Context: an optimization exercise on an open-source flow, tuned for small area, a short achievable clock period and few clock cycles per item. The choices shown serve that exercise and are no tape-out recipe. Where RTL was checked, it was by simulation tests only, not by an equivalence proof against the original.

## sgl_flit_rx
module sgl_flit_rx (
  input  wire        clk,
  input  wire        rst,            
  input  wire        in_valid,
  input  wire [63:0] in_data,        
  output wire        in_ready,
  output wire        out_valid,
  output wire [63:0] out_data,       
  output wire        out_last,       
  output wire        out_pass,       
  output wire        out_fec_ok,     
  output wire [2:0]  out_corr,       
  output wire [23:0] out_corr_pos    
);
Size: about 4,900 cells after synthesis, about 2,300 flip-flops, about 160 I/O pins, roughly 71,000 µm² of cells after synthesis.
Settings: LEC_CHECK=0, CAP_MARGIN=20, CORE_MARGIN=2, CORE_UTILIZATION=40, SLEW_MARGIN=20; clock period 14.0 ns.
run.sh (not shown) runs the stock make flow with config.mk's settings and CLKGATE_MAP_FILE= SYNTH_SCRIPT=/design/flow/synth_recipe.tcl, a recipe that flattens the netlist after the stock synthesis.
Testbench counts at the start, summed over its fixed seeds: cycles 16,648, flits 512.
Edit:
--- a/flow/design.v
+++ b/flow/design.v
@@ -112,98 +112,102 @@
         cons_q[c] <= (c == 1) || (gf_mul(a0[m], a2[m]) == gf_mul(a1[m], a1[m]));
       end
     end
   end
   reg  [7:0] se [0:2];
   reg  [7:0] sr [0:2];
   reg        fnd [0:2];
   reg  [7:0] fps [0:2];
   wire [4:0] s = phi;
   reg  [63:0] mask;
   reg  [2:0]  hit;
   reg  [7:0]  hpos [0:2];
+  reg  [7:0]  se_w [0:2];
+  reg  [7:0]  sr_w [0:2];
+  always @* begin : srch_in
+    integer g;
+    for (g = 0; g < 3; g = g + 1) begin
+      se_w[g] = (phi == 5'd0) ? a0[(g + 2) % 3] : se[g];
+      sr_w[g] = (phi == 5'd0) ? gf_mul(a1[(g + 2) % 3], (g == 0) ? ALPHA_M85 : ALPHA_M84)
+                              : sr[g];
+    end
+  end
   always @* begin : search
     integer g, i, cnt, b;
     reg m;
     mask = 64'd0;
     for (g = 0; g < 3; g = g + 1) begin
       cnt = (g == 2) ? 2 : 3;
       hit[g]  = 1'b0;
       hpos[g] = {s, 3'd0};
       for (i = 0; i < 3; i = i + 1) if (g + 3*i < 8) begin
         b = g + 3*i;
-        m = (se[g] != 8'd0) && (gf_mulp(sr[g], i) == se[g]);
+        m = (se_w[g] != 8'd0) && (gf_mulp(sr_w[g], i) == se_w[g]);
         if (m) begin
-          mask[63 - 8*b -: 8] = se[g];
+          mask[63 - 8*b -: 8] = se_w[g];
           hit[g]  = 1'b1;
           hpos[g] = {s, b[2:0]};
         end
       end
     end
   end
   always @(posedge clk) begin : srch
     integer g, m, cnt;
     for (g = 0; g < 3; g = g + 1) begin
       m   = (g + 1) % 3;
       cnt = (g == 2) ? 2 : 3;
-      if (load) begin
-        se[g] <= ns0[(g + 2) % 3];
-        sr[g] <= gf_mul(ns1[(g + 2) % 3], (g == 0) ? ALPHA_M85 : ALPHA_M84);
-      end else begin
-        se[m] <= se[g];
-        sr[m] <= gf_mulp(sr[g], cnt);
-      end
+      se[m]  <= se_w[g];
+      sr[m]  <= gf_mulp(sr_w[g], cnt);
       fnd[m] <= ((s == 5'd0) ? 1'b0 : fnd[g]) | hit[g];
       fps[m] <= hit[g] ? hpos[g] : fps[g];
     end
   end
   reg  [63:0] out_data_q;
   reg         out_valid_q, out_last_q, out_pass_q, out_fec_q;
   reg  [2:0]  out_corr_q;
   reg  [63:0] crc;
-  reg         crc_ok;
+  reg  [63:0] crc_d_q;                          
   wire [63:0] word_c   = rd_w ^ mask;           
   wire [63:0] crc_next;
-  sgl_crc64_upd u_crc (.crc(crc), .d(out_data_q), .q(crc_next));
+  sgl_crc64_upd u_crc (.crc(crc), .d(crc_d_q), .q(crc_next));
   reg [2:0] corr_f;
   reg       fec_f;
   always @* begin : fin
     integer c, g;
     fec_f = 1'b1;
     for (c = 0; c < 3; c = c + 1) begin
       g = (c + 1) % 3;
       corr_f[c] = (fnd[g] | hit[g]) && cons_q[c];
       fec_f = fec_f && (zc_q[c] || corr_f[c]);
     end
   end
   always @(posedge clk) begin
     if (phi <= 5'd29)
       out_data_q <= word_c;
+    crc_d_q <= word_c;
     crc <= (phi == 5'd0) ? {64{1'b1}} : crc_next;
-    if (phi == 5'd30)
-      crc_ok <= ((crc_next ^ word_c) == {64{1'b1}});
     if (phi == 5'd31) begin
       out_fec_q  <= fec_f;
       out_corr_q <= corr_f;
     end
   end
   always @(posedge clk) begin
     if (rst) begin
       out_valid_q <= 1'b0;
       out_last_q  <= 1'b0;
       out_pass_q  <= 1'b0;
     end else begin
       out_valid_q <= tx_act && (phi <= 5'd28 || phi == 5'd31);
       out_last_q  <= tx_act && (phi == 5'd31);
-      out_pass_q  <= fec_f && crc_ok;
+      out_pass_q  <= fec_f && ((crc ^ crc_d_q) == {64{1'b1}});
     end
   end
   assign in_ready     = in_rdy_q;
   assign out_valid    = out_valid_q;
   assign out_data     = out_data_q;
   assign out_last     = out_last_q;
   assign out_pass     = out_pass_q;
   assign out_fec_ok   = out_fec_q;
   assign out_corr     = out_corr_q;
   assign out_corr_pos = {fps[1], fps[0], fps[2]};
 endmodule
 module sgl_crc64_upd (
The new run completed with no timing, DRC or antenna violations.
Routed wire length went down by about 0.7%.
Sequential share of layout area went up by 0.64 points.
Non-clock buffer count went up by 37.
Setup slack is worse by 0.33 ns.
Hold slack is better by 0.0061 ns.
Synthesized area went up by about 1.2%.
Die area went up by about 1.2%.
Final cell count went up by 4.7%.
Count of clock-buffer cells in the layout is unchanged.
The RTL of the second run of this note was laid out without a check of its function.

==> re-timing with driven ports <==
Ports are ideal in the flow. The routed layouts listed here were re-timed in OpenROAD.
Step 1 (the two cells are an assumption about what drives the block):
set clk [get_ports {clk}]
set_driving_cell -lib_cell sky130_fd_sc_hd__clkbuf_16 $clk
set_driving_cell -lib_cell sky130_fd_sc_hd__buf_2 [delete_from_list [all_inputs] $clk]
Step 2, shift: input delay + t, output delay - t, t = (earliest + latest rising clock arrival at the registers) / 2. This alone moves slack from input paths to output paths.
a / b / c = ideal / step 1 / step 2; a / b = the first two.
run	shift t [ns]	setup WS [ns]	hold WS [ns]	worst register clock-pin slew, ns	cell pins on the clock port's net
the first run	0.923	8.894 / 8.901 / 7.978	0.277 / 0.277 / 0.277	0.07 / 0.07	1
the second run	0.936	8.567 / 8.567 / 8.486	0.283 / 0.283 / 0.283	0.09 / 0.09	1
After both steps setup and hold are still met in every run listed. For the first run, which loses most, drivers alone change the setup slack by +0.007 ns; drivers and shift together by -0.916 ns.
